This is an optimization exercise on Yosys and OpenROAD, whose aim is small area, a short achievable clock period and few clock cycles per item, not a production implementation.
The RTL was checked by simulation tests, not by an equivalence proof against the original design.
No activity file was given, so power comes from the tool's default toggle rates.

==> design.v <==
module frb64_encoder (
    input  wire        clk,
    input  wire        rst,           
    input  wire        in_valid,
    output wire        in_ready,
    input  wire [23:0] in_value,
    input  wire [7:0]  in_flags,
    input  wire [2:0]  cfg_ratio,     
    input  wire        cfg_raw,       
    output reg         out_valid,
    input  wire        out_ready,
    output reg  [31:0] out_data,
    output reg         out_last
);
    localparam [1:0] S_IN = 2'd0, S_DEC = 2'd1, S_OUT = 2'd2;
    localparam [1:0] KIND_PACK = 2'd0, KIND_RAW = 2'd2, KIND_CONST = 2'd3;
    localparam [1:0] FM_UNIFORM = 2'd0, FM_SIDEBAR = 2'd1, FM_MERGED = 2'd2;
    function [15:0] crc16_value;
        input [15:0] crc_in;
        input [23:0] v;
        reg   [15:0] c;
        integer      b, j;
        begin
            c = crc_in;
            for (b = 0; b < 3; b = b + 1) begin
                c = c ^ {v[8*b +: 8], 8'h00};
                for (j = 0; j < 8; j = j + 1)
                    c = c[15] ? ((c << 1) ^ 16'h1021) : (c << 1);
            end
            crc16_value = c;
        end
    endfunction
    function [22:0] mag;
        input [23:0] r;
        begin
            mag = r[23] ? ~r[22:0] : r[22:0];
        end
    endfunction
    function [4:0] bitlen23;
        input [22:0] v;
        integer      j;
        begin
            bitlen23 = 5'd0;
            for (j = 0; j < 23; j = j + 1)
                if (v[j]) bitlen23 = j + 1;
        end
    endfunction
    function [5:0] words_of_ratio;
        input [2:0] ratio;
        begin
            case (ratio)
                3'd0:    words_of_ratio = 6'd51;
                3'd1:    words_of_ratio = 6'd27;
                3'd2:    words_of_ratio = 6'd19;
                3'd3:    words_of_ratio = 6'd15;
                3'd4:    words_of_ratio = 6'd11;
                default: words_of_ratio = 6'd9;
            endcase
        end
    endfunction
    function [4:0] wmax_of;
        input [2:0] ratio;
        input       sidebar;
        begin
            case (ratio)
                3'd0:    wmax_of = sidebar ? 5'd16 : 5'd24;
                3'd1:    wmax_of = sidebar ? 5'd4  : 5'd12;
                3'd2:    wmax_of = 5'd8;
                3'd3:    wmax_of = 5'd6;
                3'd4:    wmax_of = 5'd4;
                default: wmax_of = 5'd3;
            endcase
        end
    endfunction
    reg [1:0]  state;
    reg [5:0]  in_cnt;            
    reg [23:0] val_buf  [0:63];
    reg [7:0]  flag_buf [0:63];
    reg [2:0]  ratio_r;
    reg        raw_r;
    reg [23:0] x0_r;              
    reg [7:0]  f0_r;              
    reg [23:0] xp1, xp2;          
    reg        all_const;         
    reg        all_uniform;       
    reg [4:0]  flag_or;           
    reg [2:0]  flag_min_hi;       
    reg [1:0]  flag_min_lo;       
    reg        flag_live;         
    reg [15:0] crc;
    reg [22:0] trk0 [0:23];
    reg [22:0] trk1 [0:23];
    reg [22:0] trk2 [0:23];
    reg [1:0]  kind_r;
    reg [4:0]  k_r;
    reg [4:0]  w_r;
    reg [1:0]  p_r;
    reg [1:0]  fm_r;
    reg [7:0]  hflags_r;
    reg [5:0]  nwords_r;
    reg [5:0]  widx;              
    reg [6:0]  res_idx;           
    reg [55:0] acc;               
    reg [5:0]  acc_cnt;           
    reg [23:0] qp1, qp2;          
    reg [23:0] seed_r;
    assign in_ready = (state == S_IN);
    wire in_fire = in_valid && in_ready;
    wire [23:0] r0 [0:23];
    wire [23:0] r1 [0:23];
    wire [23:0] r2 [0:23];
    genvar gk;
    generate
        for (gk = 0; gk < 24; gk = gk + 1) begin : g_res
            wire signed [23:0] qi  = $signed(in_value) >>> gk;
            wire signed [23:0] qm1 = $signed(xp1) >>> gk;
            wire signed [23:0] qm2 = $signed(xp2) >>> gk;
            assign r0[gk] = qi;
            assign r1[gk] = qi - qm1;
            assign r2[gk] = (in_cnt == 6'd1) ? (qi - qm1) : (qi - (qm1 <<< 1) + qm2);
        end
    endgenerate
    reg        d_sidebar;
    reg [1:0]  d_fm;
    reg [4:0]  d_wmax;
    reg [4:0]  d_k, d_w;
    reg [1:0]  d_p;
    reg        d_found;
    reg [4:0]  wk0, wk1, wk2, wk;
    reg [1:0]  pk;
    reg [7:0]  d_merged;
    integer    kk;
    always @* begin
        d_sidebar = !all_uniform && (ratio_r <= 3'd1);
        d_fm      = all_uniform ? FM_UNIFORM : (d_sidebar ? FM_SIDEBAR : FM_MERGED);
        d_wmax    = wmax_of(ratio_r, d_sidebar);
        d_k       = 5'd23;
        d_w       = 5'd1;
        d_p       = 2'd0;
        d_found   = 1'b0;
        for (kk = 0; kk < 24; kk = kk + 1) begin
            wk0 = bitlen23(trk0[kk]) + 5'd1;
            wk1 = bitlen23(trk1[kk]) + 5'd1;
            wk2 = bitlen23(trk2[kk]) + 5'd1;
            wk  = wk0;
            pk  = 2'd0;
            if (wk1 < wk) begin wk = wk1; pk = 2'd1; end
            if (wk2 < wk) begin wk = wk2; pk = 2'd2; end
            if (!d_found && wk <= d_wmax) begin
                d_found = 1'b1;
                d_k     = kk[4:0];
                d_w     = wk;
                d_p     = pk;
            end
        end
        if (raw_r)
            d_merged = {3'b000, flag_or[4:2], flag_live ? flag_min_lo : 2'b00};
        else
            d_merged = {flag_min_hi, flag_or};
    end
    wire [23:0] cur_x  = val_buf[res_idx[5:0]];
    wire signed [23:0] cur_q = $signed(cur_x) >>> k_r;
    wire [23:0] pred_q = (p_r == 2'd0) ? 24'd0 :
                         (p_r == 2'd1 || res_idx == 7'd1) ? qp1 :
                         ((qp1 << 1) - qp2);
    wire [23:0] cur_r  = cur_q - pred_q;
    wire [23:0] w_mask = ~(24'hFFFFFF << w_r);
    wire [55:0] r_bits = {32'd0, cur_r & w_mask};
    wire        has_sidebar = (fm_r == FM_SIDEBAR);
    wire [5:0]  body_start  = has_sidebar ? 6'd19 : 6'd3;
    wire        in_body     = (widx >= body_start);
    wire        res_done    = (res_idx == 7'd64);
    wire        body_word_ok = (acc_cnt >= 6'd32) || res_done;
    wire [3:0]  sb_idx      = widx[3:0] - 4'd3;
    wire [31:0] header0 = {4'd0, hflags_r, fm_r, 4'd0, p_r, w_r, k_r, kind_r};
    reg  [31:0] next_word;
    reg         next_ok;
    always @* begin
        next_ok   = 1'b1;
        next_word = 32'd0;
        if (widx == 6'd0)
            next_word = header0;
        else if (widx == 6'd1)
            next_word = {16'd0, crc};
        else if (widx == 6'd2)
            next_word = {8'd0, seed_r};
        else if (!in_body)
            next_word = {flag_buf[{sb_idx, 2'd3}], flag_buf[{sb_idx, 2'd2}],
                         flag_buf[{sb_idx, 2'd1}], flag_buf[{sb_idx, 2'd0}]};
        else begin
            next_word = acc[31:0];
            next_ok   = body_word_ok;
        end
    end
    wire out_free  = !out_valid || out_ready;
    wire load_word = (state == S_OUT) && out_free && next_ok && (widx != nwords_r);
    wire take_body = load_word && in_body;
    wire append    = (state == S_OUT) && !take_body && !res_done && (acc_cnt < 6'd32);
    integer t;
    always @(posedge clk) begin
        if (rst) begin
            state     <= S_IN;
            in_cnt    <= 6'd0;
            out_valid <= 1'b0;
            out_last  <= 1'b0;
            out_data  <= 32'd0;
        end else begin
            case (state)
            S_IN: begin
                if (in_fire) begin
                    val_buf[in_cnt]  <= in_value;
                    flag_buf[in_cnt] <= in_flags;
                    xp1 <= in_value;
                    xp2 <= xp1;
                    if (in_cnt == 6'd0) begin
                        ratio_r     <= cfg_ratio;
                        raw_r       <= cfg_raw;
                        x0_r        <= in_value;
                        f0_r        <= in_flags;
                        all_const   <= 1'b1;
                        all_uniform <= 1'b1;
                        flag_or     <= in_flags[4:0];
                        flag_min_hi <= in_flags[7:5];
                        flag_min_lo <= in_flags[1:0];
                        flag_live   <= !in_flags[4];
                        crc         <= crc16_value(16'hFFFF, in_value);
                        for (t = 0; t < 24; t = t + 1) begin
                            trk0[t] <= 23'd0;
                            trk1[t] <= 23'd0;
                            trk2[t] <= 23'd0;
                        end
                    end else begin
                        if (in_value != x0_r) all_const   <= 1'b0;
                        if (in_flags != f0_r) all_uniform <= 1'b0;
                        flag_or <= flag_or | in_flags[4:0];
                        if (in_flags[7:5] < flag_min_hi) flag_min_hi <= in_flags[7:5];
                        if (!in_flags[4]) begin
                            if (!flag_live || in_flags[1:0] < flag_min_lo)
                                flag_min_lo <= in_flags[1:0];
                            flag_live <= 1'b1;
                        end
                        crc <= crc16_value(crc, in_value);
                        for (t = 0; t < 24; t = t + 1) begin
                            trk0[t] <= trk0[t] | mag(r0[t]);
                            trk1[t] <= trk1[t] | mag(r1[t]);
                            trk2[t] <= trk2[t] | mag(r2[t]);
                        end
                    end
                    in_cnt <= in_cnt + 6'd1;
                    if (in_cnt == 6'd63)
                        state <= S_DEC;
                end
            end
            S_DEC: begin
                nwords_r <= words_of_ratio(ratio_r);
                if (all_const && all_uniform) begin
                    kind_r   <= KIND_CONST;
                    k_r      <= 5'd0;
                    w_r      <= 5'd0;
                    p_r      <= 2'd0;
                    fm_r     <= FM_UNIFORM;
                    hflags_r <= f0_r;
                    res_idx  <= 7'd64;          
                    seed_r   <= x0_r;
                end else begin
                    kind_r   <= (d_k == 5'd0 && d_w == 5'd24) ? KIND_RAW : KIND_PACK;
                    k_r      <= d_k;
                    w_r      <= d_w;
                    p_r      <= d_p;
                    fm_r     <= d_fm;
                    hflags_r <= (d_fm == FM_UNIFORM) ? f0_r :
                                (d_fm == FM_MERGED)  ? d_merged : 8'd0;
                    res_idx  <= 7'd0;
                end
                widx    <= 6'd0;
                acc     <= 56'd0;
                acc_cnt <= 6'd0;
                state   <= S_OUT;
            end
            S_OUT: begin
                if (out_valid && out_ready)
                    out_valid <= 1'b0;
                if (load_word) begin
                    out_valid <= 1'b1;
                    out_data  <= next_word;
                    out_last  <= (widx == nwords_r - 6'd1);
                    widx      <= widx + 6'd1;
                    if (in_body) begin
                        acc     <= acc >> 32;
                        acc_cnt <= (acc_cnt >= 6'd32) ? acc_cnt - 6'd32 : 6'd0;
                    end
                end
                if (append) begin
                    if (res_idx == 7'd0) begin
                        seed_r <= cur_q;
                    end else begin
                        acc     <= acc | (r_bits << acc_cnt);
                        acc_cnt <= acc_cnt + {1'b0, w_r};
                    end
                    qp1     <= cur_q;
                    qp2     <= qp1;
                    res_idx <= res_idx + 7'd1;
                end
                if (widx == nwords_r && (!out_valid || out_ready)) begin
                    state  <= S_IN;
                    in_cnt <= 6'd0;
                end
            end
            default: state <= S_IN;
            endcase
        end
    end
endmodule
==> run.sh <==
#!/bin/bash
# synth_recipe.tcl (not shown) runs the flow's synth.tcl, then flattens the netlist and writes it again
# the make line also repeats each setting of config.mk as NAME=value (left out here)
make -C /OpenROAD-flow-scripts/flow DESIGN_CONFIG=/design/flow/config.mk WORK_HOME=/design/flow/orfs CLKGATE_MAP_FILE= SYNTH_SCRIPT=/design/flow/synth_recipe.tcl finish
==> config.mk <==
export PLATFORM = sky130hd
export DESIGN_NAME = frb64_encoder
export DESIGN_NICKNAME = frb64_encoder
export VERILOG_FILES = /design/flow/design.v
export SDC_FILE = /design/flow/constraint.sdc
export NUM_CORES = 4
export LEC_CHECK = 0
export CAP_MARGIN = 40
export CORE_MARGIN = 2
export CORE_UTILIZATION = 25
export PLACE_DENSITY = 0.45
export SLEW_MARGIN = 20
==> constraint.sdc <==
create_clock -name core_clock -period 14.0 [get_ports {clk}]
set_input_delay 2.8000 -clock core_clock [delete_from_list [all_inputs] [get_ports {clk}]]
set_output_delay 2.8000 -clock core_clock [all_outputs]
set_load 0.01 [all_outputs]
==> run notes <==
## cell type report
class                   count  area [sq um]
multi-input cells       10400         76730
diodes                    103         257.7
inverters                 645          2432
clock buffers             437          9478
fillers                 73088        505400
clock inverters           235          2395
well taps                9516         11910
flip-flops and latches   3302         98690
repair buffers            669          6035
## critical path, delay by kind of cell (launching register included)
kind / cells / cell delay, ps
compound gates: 19 / 5980
simple gates: 11 / 2620
fa+ha+maj: 4 / 1230
buf+inv: 4 / 700
flops: 1 / 460
xor+xnor: 1 / 160
## worst paths after layout
path / cells past startpoint / end / slack, ps
max: 39 / kind_r[1] / 2570
max reg2reg: 39 / kind_r[1] / 2570
min reg2reg: 0 / qp2[19] / 460
min: 0 / qp2[19] / 460
## metal layers
metal / global-route usage / routed length (um) / up-vias
li1: - / - / 55986
met1: 0.2767 / 326300 / 65614
met3: 0.03767 / 58240 / 1241
met4: 0.09468 / 43650 / 34
met2: 0.2948 / 317500 / 5356
met5: 0 / 341 / -
## layout by cell type (no fill, tap or decap), types with 115 or more instances in the layout
cell | Yosys | final
edfxtp_1 | 3254 | 3254
nor2_1 | 2615 | 2540
a21oi_1 | 1081 | 1072
xnor2_1 | 1024 | 1021
nand2_1 | 738 | 734
o21ai_0 | 725 | 710
mux4_2 | 669 | 669
inv_1 | 634 | 633
ha_1 | 578 | 561
buf_4 | 3 | 499
xor2_1 | 461 | 441
clkbuf_16 | 0 | 368
nor3_1 | 216 | 214
mux2i_1 | 170 | 166
a21o_1 | 164 | 164
nand3_1 | 115 | 115
## through the flow
step	std cells	total power [mW]	worst slack, ps	util	cell area [sq um]
after floorplan	15009	17.09	-7037	-	179300
after global placement	24385	20.25	1939	0.2719	193900
final	25307	30.15	2570	0.2915	207900
after global routing	25279	31.32	2030	0.2914	207900
after detailed placement	24505	20.31	2739	0.2740	195500
after CTS	25177	30.20	2716	0.2907	207300
## kinds of logic (layout without fill, tap and decap cells)
kind of cell / after synthesis / after routing / synth area share
AO/OA/AOI/OAI: 2897 / 2897 / 0.09812
XOR/XNOR: 1485 / 1485 / 0.07265
adder cells (fa/ha/maj): 629 / 629 / 0.04604
buffers and inverters: 1307 / 1986 / 0.02813
flip-flops: 3302 / 3302 / 0.5512
multiplexers: 907 / 907 / 0.09796
other: 2 / 181 / 0.00004195
AND/OR/NAND/NOR: 4404 / 4404 / 0.1059
## power breakdown
part           internal (mW)  leakage [nW]  switching, mW
Combinational           3.01          34.6           5.71
Clock                   5.48          5.75           4.34
Sequential              11.3          30.1          0.268
## Yosys cell counts, drive strengths merged (43+ instances only)
master | n | area share
edfxtp | 3254 | 0.55
nor2 | 2615 | 0.055
a21oi | 1083 | 0.030
xnor2 | 1024 | 0.050
o21ai | 757 | 0.021
nand2 | 738 | 0.015
mux4 | 669 | 0.084
inv | 640 | 0.013
ha | 578 | 0.040
clkbuf | 510 | 0.011
xor2 | 461 | 0.023
nor3 | 217 | 0.0061
mux2i | 170 | 0.0095
a21o | 166 | 0.0070
buf | 152 | 0.0037
nor4 | 118 | 0.0041
nand3 | 116 | 0.0033
nor2b | 116 | 0.0041
a211oi | 115 | 0.0049
nand2b | 111 | 0.0039
o21a | 103 | 0.0043
o31ai | 103 | 0.0043
o21bai | 83 | 0.0035
nand4 | 77 | 0.0027
a31oi | 74 | 0.0026
mux2 | 68 | 0.0043
and2 | 60 | 0.0021
or2 | 54 | 0.0019
fa | 50 | 0.0056
dfxtp | 48 | 0.0054
or3 | 45 | 0.0016
or4 | 43 | 0.0018
## state kept, by name (all words and copies together) (netlist names), 32 cells and up, named ones only
| signal | count |
|---|---|
| trk0 | 276 |
| flag_buf | 512 |
| acc | 56 |
| out_data | 32 |
| trk2 | 342 |
| val_buf | 1536 |
| trk1 | 299 |
==> flow_summary.ini <==
[status]
status = complete, no violations

[sta]
rsz0062_at_grt = false
period_needed_ps = 11430
slew_headroom = 0.2730
drv_slew = 0
post-route-period-util = 0.8164
tns_ps = 0
hold-worst-slack_ps = 461.0
hold_viol_final = 0
worst_pin_slew_ps = 1060
skew_ps = 104.9
setup_viol = 0
max_freq_ghz = 0.08749

[die]
core_area_sq_um = 713300
initial_utilization = 0.2510
io_pins = 75
placementRows = 310
die_w_um = 850.2
die_h_um = 850.2
dieArea_sq_um = 722900

[clock_tree]
cts_max_level = 5
clk_pin_slew_worst_paths_ps = 60
cts-root-buf = clkbuf_16
cts_tree = done
cts_resized = 0
ctsHoldBuffers = 0
cts_setup_buffers = 0
numCtsBuffers = 365
clk_latency_ps = 1030
cts_max_path_buffers = 4
clkSinkCount = 3302

[route]
first_pass_iters = 8
drt_iter0_drc = 16189
via_per_inst = 5.067
drcViolationCount = 0
vias = 128231
drt-total-wl_mm = 746.0
antenna_left = 0
drt-wirelength-per-cell_um = 29.48

[synthesis]
synth_cell_type_count = 116
synth_ff_type = edfxtp_1
async_flop_share = 0
synth_edf_count = 3254
syn_area_sq_um = 179000
syn_inst = 14933
syn_avg_cell_area_sq_um = 11.99
yosys_warnings = 4
yosysSeqAreaShare = 0.5512
ys_ff_latch = 3302

[setup_path]
r2r_start = trk0[1][20]
worstSetupPathType = flop to flop
crit_arrival_ps = 12180
crit_path_top_delay_cell = o21ai_1
max_stage_delay_ps = 650
critPathLaunch = trk0[1][20]
worstSetupStartpointType = flop
crit_required_ps = 14750
end_kind = flop
cpMostUsedCell = a21oi_1
crit_fanout = 16

[global_route]
grt_start_max_net_pins = 175
antenna_found_initial = 92
grt_pass1_vias = 122534
grt_pass1_wl_mm = 1015
grt_usage = 0.1980
grt_overflow = 0

[power]
power.leakage_nw = 70.49
p_per_area_nw_per_um2 = 145.0
ir_worst_vdd_uv = 190.1

[placement]
dp_hpwl_mm = 533.1
io_buffers = 74
place_congestion = 1.018

[finish]
nets = 16051
drive_above_1_share = 0.1376
area_growth_pct = 16.14

[worst_hold_path]
hold_path.class = flop to flop
hold_start = qp1[19]

[flow_run]
maxCapViolCount = 0
Testbench counts, summed over its fixed seeds: cycles 55,839, blocks 384.

-- separate check: timing with driven ports --
No port has a modelled driver above. Below, the same layout with a new extraction and two added sets of constraints. Step 1 (the two cells are an assumption about what drives the block):
set clk [get_ports {clk}]
set_driving_cell -lib_cell sky130_fd_sc_hd__clkbuf_16 $clk
set_driving_cell -lib_cell sky130_fd_sc_hd__buf_2 [delete_from_list [all_inputs] $clk]
Step 2 adds t to the input delays and takes it off the output delays; t is the mean of the earliest and latest rising clock arrival at the registers after step 1. Input paths then give back, and output paths get back, about the clock's delay inside the block. Three values: ideal ports, drivers, drivers and shift; two values: the first two.
shift t [ns]: 1.111
setup slack, ns: 2.570 / 2.570 / 2.570
worst setup path after step 2: register to register
worst slew at a driven data input, ns: 0.42
pins driven straight from the clock port: 1
After both steps setup and hold are still met in this run. For this run, drivers alone change the setup slack by 0.000 ns; drivers and shift together by 0.000 ns.
